Context: an optimization exercise on an open-source flow, tuned for small area, a short achievable clock period and few clock cycles per item. The choices shown serve that exercise and are no tape-out recipe. Where RTL was checked, it was by simulation tests only, not by an equivalence proof against the original.

==> flow/design.v <==
module rf_siphash (
    input  wire         clk,
    input  wire         rst,
    input  wire         key_we,
    input  wire [127:0] key,
    input  wire         in_valid,
    output wire         in_ready,
    input  wire [7:0]   in_prof,
    input  wire [7:0]   in_fam,
    input  wire [127:0] in_addr,
    input  wire [7:0]   in_plen,
    output wire         out_valid,
    input  wire         out_ready,
    output wire [63:0]  out_hash
);
    reg [63:0] k0, k1;
    always @(posedge clk) begin
        if (key_we) begin
            k0 <= key[63:0];
            k1 <= key[127:64];
        end
    end
    wire [31:0]  v4_mask = (in_plen >= 8'd32)  ? {32{1'b1}}  : ~({32{1'b1}}  >> in_plen[4:0]);
    wire [127:0] v6_mask = (in_plen >= 8'd128) ? {128{1'b1}} : ~({128{1'b1}} >> in_plen[6:0]);
    reg [127:0] addr_m;
    always @(*) begin
        case (in_fam)
            8'h00:   addr_m = {in_addr[127:80], 80'd0};
            8'h04:   addr_m = {in_addr[127:96] & v4_mask, 96'd0};
            8'h06:   addr_m = in_addr & v6_mask;
            default: addr_m = in_addr;
        endcase
    end
    wire [7:0] ab [0:15];
    genvar gi;
    generate
        for (gi = 0; gi < 16; gi = gi + 1) begin : g_ab
            assign ab[gi] = addr_m[127-8*gi -: 8];
        end
    endgenerate
    wire [63:0] w0 = {ab[5], ab[4], ab[3], ab[2], ab[1], ab[0], in_fam, in_prof};
    wire [63:0] w1 = {ab[13], ab[12], ab[11], ab[10], ab[9], ab[8], ab[7], ab[6]};
    wire [63:0] w2 = {8'd18, 40'd0, ab[15], ab[14]};
    reg  [63:0] v0, v1, v2, v3;
    wire [63:0] p_a0, c_a0, p_a2, c_a2, p_b0, c_b0, p_b2, c_b2;
    sip_pc u_a0 (.a(v0), .b(v1), .p(p_a0), .c(c_a0));
    sip_pc u_a2 (.a(v2), .b(v3), .p(p_a2), .c(c_a2));
    wire [63:0] v1r13 = {v1[50:0], v1[63:51]};
    wire [63:0] v3r16 = {v3[47:0], v3[63:48]};
    wire [63:0] a0  = p_a0 ^ c_a0;
    wire [63:0] a1  = c_a0 ^ (p_a0 ^ v1r13);
    wire [63:0] a2  = p_a2 ^ c_a2;
    wire [63:0] a3  = c_a2 ^ (p_a2 ^ v3r16);
    wire [63:0] a0r = {a0[31:0], a0[63:32]};
    wire [63:0] a1r = {a1[46:0], a1[63:47]};
    wire [63:0] a3r = {a3[42:0], a3[63:43]};
    sip_pc u_b0 (.a(a0r), .b(a3), .p(p_b0), .c(c_b0));
    sip_pc u_b2 (.a(a2),  .b(a1), .p(p_b2), .c(c_b2));
    wire [63:0] p_b2r = {p_b2[31:0], p_b2[63:32]};
    wire [63:0] c_b2r = {c_b2[31:0], c_b2[63:32]};
    reg        busy;
    reg [3:0]  cnt;
    reg        ovalid;
    reg [63:0] hash;
    wire last   = busy && (cnt == 4'd9);
    wire take   = busy && (cnt == 4'd5);      
    wire accept = take && !ovalid;
    wire redo   = take && ovalid;
    wire start  = (!busy || last) && in_valid;
    wire init   = start || redo;
    assign in_ready  = accept;
    assign out_valid = ovalid;
    assign out_hash  = hash;
    wire [63:0] x0 = (cnt == 4'd1) ? w0 : (cnt == 4'd3) ? w1 : (cnt == 4'd5) ? w2 : 64'd0;
    wire [63:0] x3 = (cnt == 4'd1) ? w1 : (cnt == 4'd3) ? w2 : 64'd0;
    wire [63:0] x2 = (cnt == 4'd5) ? 64'h00000000000000ff : 64'd0;
    wire [63:0] n0 = c_b0  ^ (p_b0 ^ x0);
    wire [63:0] n1 = c_b2  ^ (p_b2 ^ a1r);
    wire [63:0] n2 = c_b2r ^ (p_b2r ^ x2);
    wire [63:0] n3 = c_b0  ^ (p_b0 ^ a3r ^ x3);
    wire [63:0] hx = (c_b2 ^ c_b2r) ^ (p_b2 ^ p_b2r ^ a1r ^ a3r);
    always @(posedge clk) begin
        if (init) begin
            v0 <= k0 ^ 64'h736f6d6570736575;
            v1 <= k1 ^ 64'h646f72616e646f6d;
            v2 <= k0 ^ 64'h6c7967656e657261;
            v3 <= k1 ^ 64'h7465646279746573 ^ w0;
        end else begin
            v0 <= n0;
            v1 <= n1;
            v2 <= n2;
            v3 <= n3;
        end
        if (last)
            hash <= hx;
    end
    always @(posedge clk) begin
        if (rst) begin
            busy   <= 1'b0;
            cnt    <= 4'd0;
            ovalid <= 1'b0;
        end else begin
            if (init)
                cnt <= 4'd0;
            else
                cnt <= cnt + 4'd1;
            if (start)
                busy <= 1'b1;
            else if (last)
                busy <= 1'b0;
            if (last)
                ovalid <= 1'b1;
            else if (out_ready)
                ovalid <= 1'b0;
        end
    end
endmodule
module sip_pc (
    input  wire [63:0] a,
    input  wire [63:0] b,
    output wire [63:0] p,
    output wire [63:0] c
);
    reg  [63:0] g, q;
    integer l, i, j;
    assign p = a ^ b;
    always @(*) begin
        g = a & b;
        q = a ^ b;
        for (l = 0; l < 6; l = l + 1)
            for (i = 0; i < 64; i = i + 1)
                if (i & (1 << l)) begin
                    j = (i & ~((1 << l) - 1)) - 1;
                    g[i] = g[i] | (q[i] & g[j]);
                    q[i] = q[i] & q[j];
                end
    end
    assign c = {g[62:0], 1'b0};
endmodule
Settings: LEC_CHECK=0, CAP_MARGIN=20, CORE_MARGIN=2, CORE_UTILIZATION=60, PLACE_DENSITY=0.75, SETUP_SLACK_MARGIN=1.75, SLEW_MARGIN=20; clock period 8.0 ns.
standard.sh (not shown) runs the stock make flow with config.mk's settings and CLKGATE_MAP_FILE= SYNTH_SCRIPT=/design/flow/synth_recipe.tcl, a recipe that flattens the netlist after the stock synthesis.
==> flow/flow/run.sh <==
#!/bin/bash
# The standard layout (standard synthesis, floorplan, placement, CTS and
# routing), with the ports buffered by the smallest buffer cell instead of
# the clkdlybuf4s50_1 that buffer_ports picks by default.
set -euo pipefail
bash standard.sh "BUFFER_PORTS_ARGS=-buffer_cell sky130_fd_sc_hd__buf_1" finish > standard_flow.log 2>&1
Edit:
--- a/flow/design.v
+++ b/flow/design.v
@@ -42,22 +42,23 @@
     wire [63:0] w1 = {ab[13], ab[12], ab[11], ab[10], ab[9], ab[8], ab[7], ab[6]};
     wire [63:0] w2 = {8'd18, 40'd0, ab[15], ab[14]};
     reg  [63:0] v0, v1, v2, v3;
-    wire [63:0] p_a0, c_a0, p_a2, c_a2, p_b0, c_b0, p_b2, c_b2;
-    sip_pc u_a0 (.a(v0), .b(v1), .p(p_a0), .c(c_a0));
-    sip_pc u_a2 (.a(v2), .b(v3), .p(p_a2), .c(c_a2));
-    wire [63:0] v1r13 = {v1[50:0], v1[63:51]};
-    wire [63:0] v3r16 = {v3[47:0], v3[63:48]};
-    wire [63:0] a0  = p_a0 ^ c_a0;
-    wire [63:0] a1  = c_a0 ^ (p_a0 ^ v1r13);
-    wire [63:0] a2  = p_a2 ^ c_a2;
-    wire [63:0] a3  = c_a2 ^ (p_a2 ^ v3r16);
+    wire [63:0] a0;
+    sip_add u_a0 (.a(v0), .b(v1), .s(a0));
+    wire [63:0] a1 = {v1[50:0], v1[63:51]} ^ a0;
     wire [63:0] a0r = {a0[31:0], a0[63:32]};
+    wire [63:0] a2;
+    sip_add u_a2 (.a(v2), .b(v3), .s(a2));
+    wire [63:0] a3 = {v3[47:0], v3[63:48]} ^ a2;
+    wire [63:0] b0;
+    sip_add u_b0 (.a(a0r), .b(a3), .s(b0));
+    wire [63:0] b2;
+    sip_add u_b2 (.a(a2), .b(a1), .s(b2));
+    wire [63:0] a3r = {a3[42:0], a3[63:43]};
     wire [63:0] a1r = {a1[46:0], a1[63:47]};
-    wire [63:0] a3r = {a3[42:0], a3[63:43]};
-    sip_pc u_b0 (.a(a0r), .b(a3), .p(p_b0), .c(c_b0));
-    sip_pc u_b2 (.a(a2),  .b(a1), .p(p_b2), .c(c_b2));
-    wire [63:0] p_b2r = {p_b2[31:0], p_b2[63:32]};
-    wire [63:0] c_b2r = {c_b2[31:0], c_b2[63:32]};
+    wire [63:0] b2r = {b2[31:0], b2[63:32]};
+    wire [63:0] b3 = a3r ^ b0;
+    wire [63:0] b1 = a1r ^ b2;
+    wire [63:0] hx = b1 ^ a3r ^ b2r;
     reg        busy;
     reg [3:0]  cnt;
     reg        ovalid;
@@ -74,11 +75,6 @@
     wire [63:0] x0 = (cnt == 4'd1) ? w0 : (cnt == 4'd3) ? w1 : (cnt == 4'd5) ? w2 : 64'd0;
     wire [63:0] x3 = (cnt == 4'd1) ? w1 : (cnt == 4'd3) ? w2 : 64'd0;
     wire [63:0] x2 = (cnt == 4'd5) ? 64'h00000000000000ff : 64'd0;
-    wire [63:0] n0 = c_b0  ^ (p_b0 ^ x0);
-    wire [63:0] n1 = c_b2  ^ (p_b2 ^ a1r);
-    wire [63:0] n2 = c_b2r ^ (p_b2r ^ x2);
-    wire [63:0] n3 = c_b0  ^ (p_b0 ^ a3r ^ x3);
-    wire [63:0] hx = (c_b2 ^ c_b2r) ^ (p_b2 ^ p_b2r ^ a1r ^ a3r);
     always @(posedge clk) begin
         if (init) begin
             v0 <= k0 ^ 64'h736f6d6570736575;
@@ -86,10 +82,10 @@
             v2 <= k0 ^ 64'h6c7967656e657261;
             v3 <= k1 ^ 64'h7465646279746573 ^ w0;
         end else begin
-            v0 <= n0;
-            v1 <= n1;
-            v2 <= n2;
-            v3 <= n3;
+            v0 <= b0 ^ x0;
+            v1 <= b1;
+            v2 <= b2r ^ x2;
+            v3 <= b3 ^ x3;
         end
         if (last)
             hash <= hx;
@@ -115,18 +111,17 @@
         end
     end
 endmodule
-module sip_pc (
+module sip_add (
     input  wire [63:0] a,
     input  wire [63:0] b,
-    output wire [63:0] p,
-    output wire [63:0] c
+    output wire [63:0] s
 );
+    wire [63:0] p = a ^ b;
     reg  [63:0] g, q;
     integer l, i, j;
-    assign p = a ^ b;
     always @(*) begin
         g = a & b;
-        q = a ^ b;
+        q = p;
         for (l = 0; l < 6; l = l + 1)
             for (i = 0; i < 64; i = i + 1)
                 if (i & (1 << l)) begin
@@ -135,5 +130,5 @@
                     q[i] = q[i] & q[j];
                 end
     end
-    assign c = {g[62:0], 1'b0};
+    assign s = p ^ {g[62:0], 1'b0};
 endmodule
The new run completed with no timing, DRC or antenna violations. Non-clock buffer count falls by 49. Setup slack improved by 310 ps. First-iteration DRC count drops by 9.7%. Clock skew decreases by 15 ps. Cell area is lower by about 2%. Die area stays flat. Worst hold slack improved by 39 ps. Sequential cell count does not change.
Testbench counts after the change, summed over its fixed seeds: cycles 20,496, items 2,048.
For the first run of this note, only the layout was checked, not whether the RTL still works.

-- what the ideal ports hide --
The flow's constraints put no driver on any port. The routed layouts listed below were extracted and timed again, unchanged, in two steps. Step 1: set_driving_cell puts a clkbuf_16 on clk and a buf_2 on each other input, an assumption about the parent block. Step 2, shift: input delay + t, output delay - t, t = (earliest + latest rising clock arrival at the registers) / 2. This alone moves slack from input paths to output paths. a / b / c = ideal / step 1 / step 2; a / b = the first two.
run	t (ns)	setup slack, ns	cell pins on the clock port's net
the first run	0.710	1.335 / 1.335 / 1.335	1
the second run	0.690	1.648 / 1.648 / 1.648	1
After both steps setup and hold are still met in every run listed.
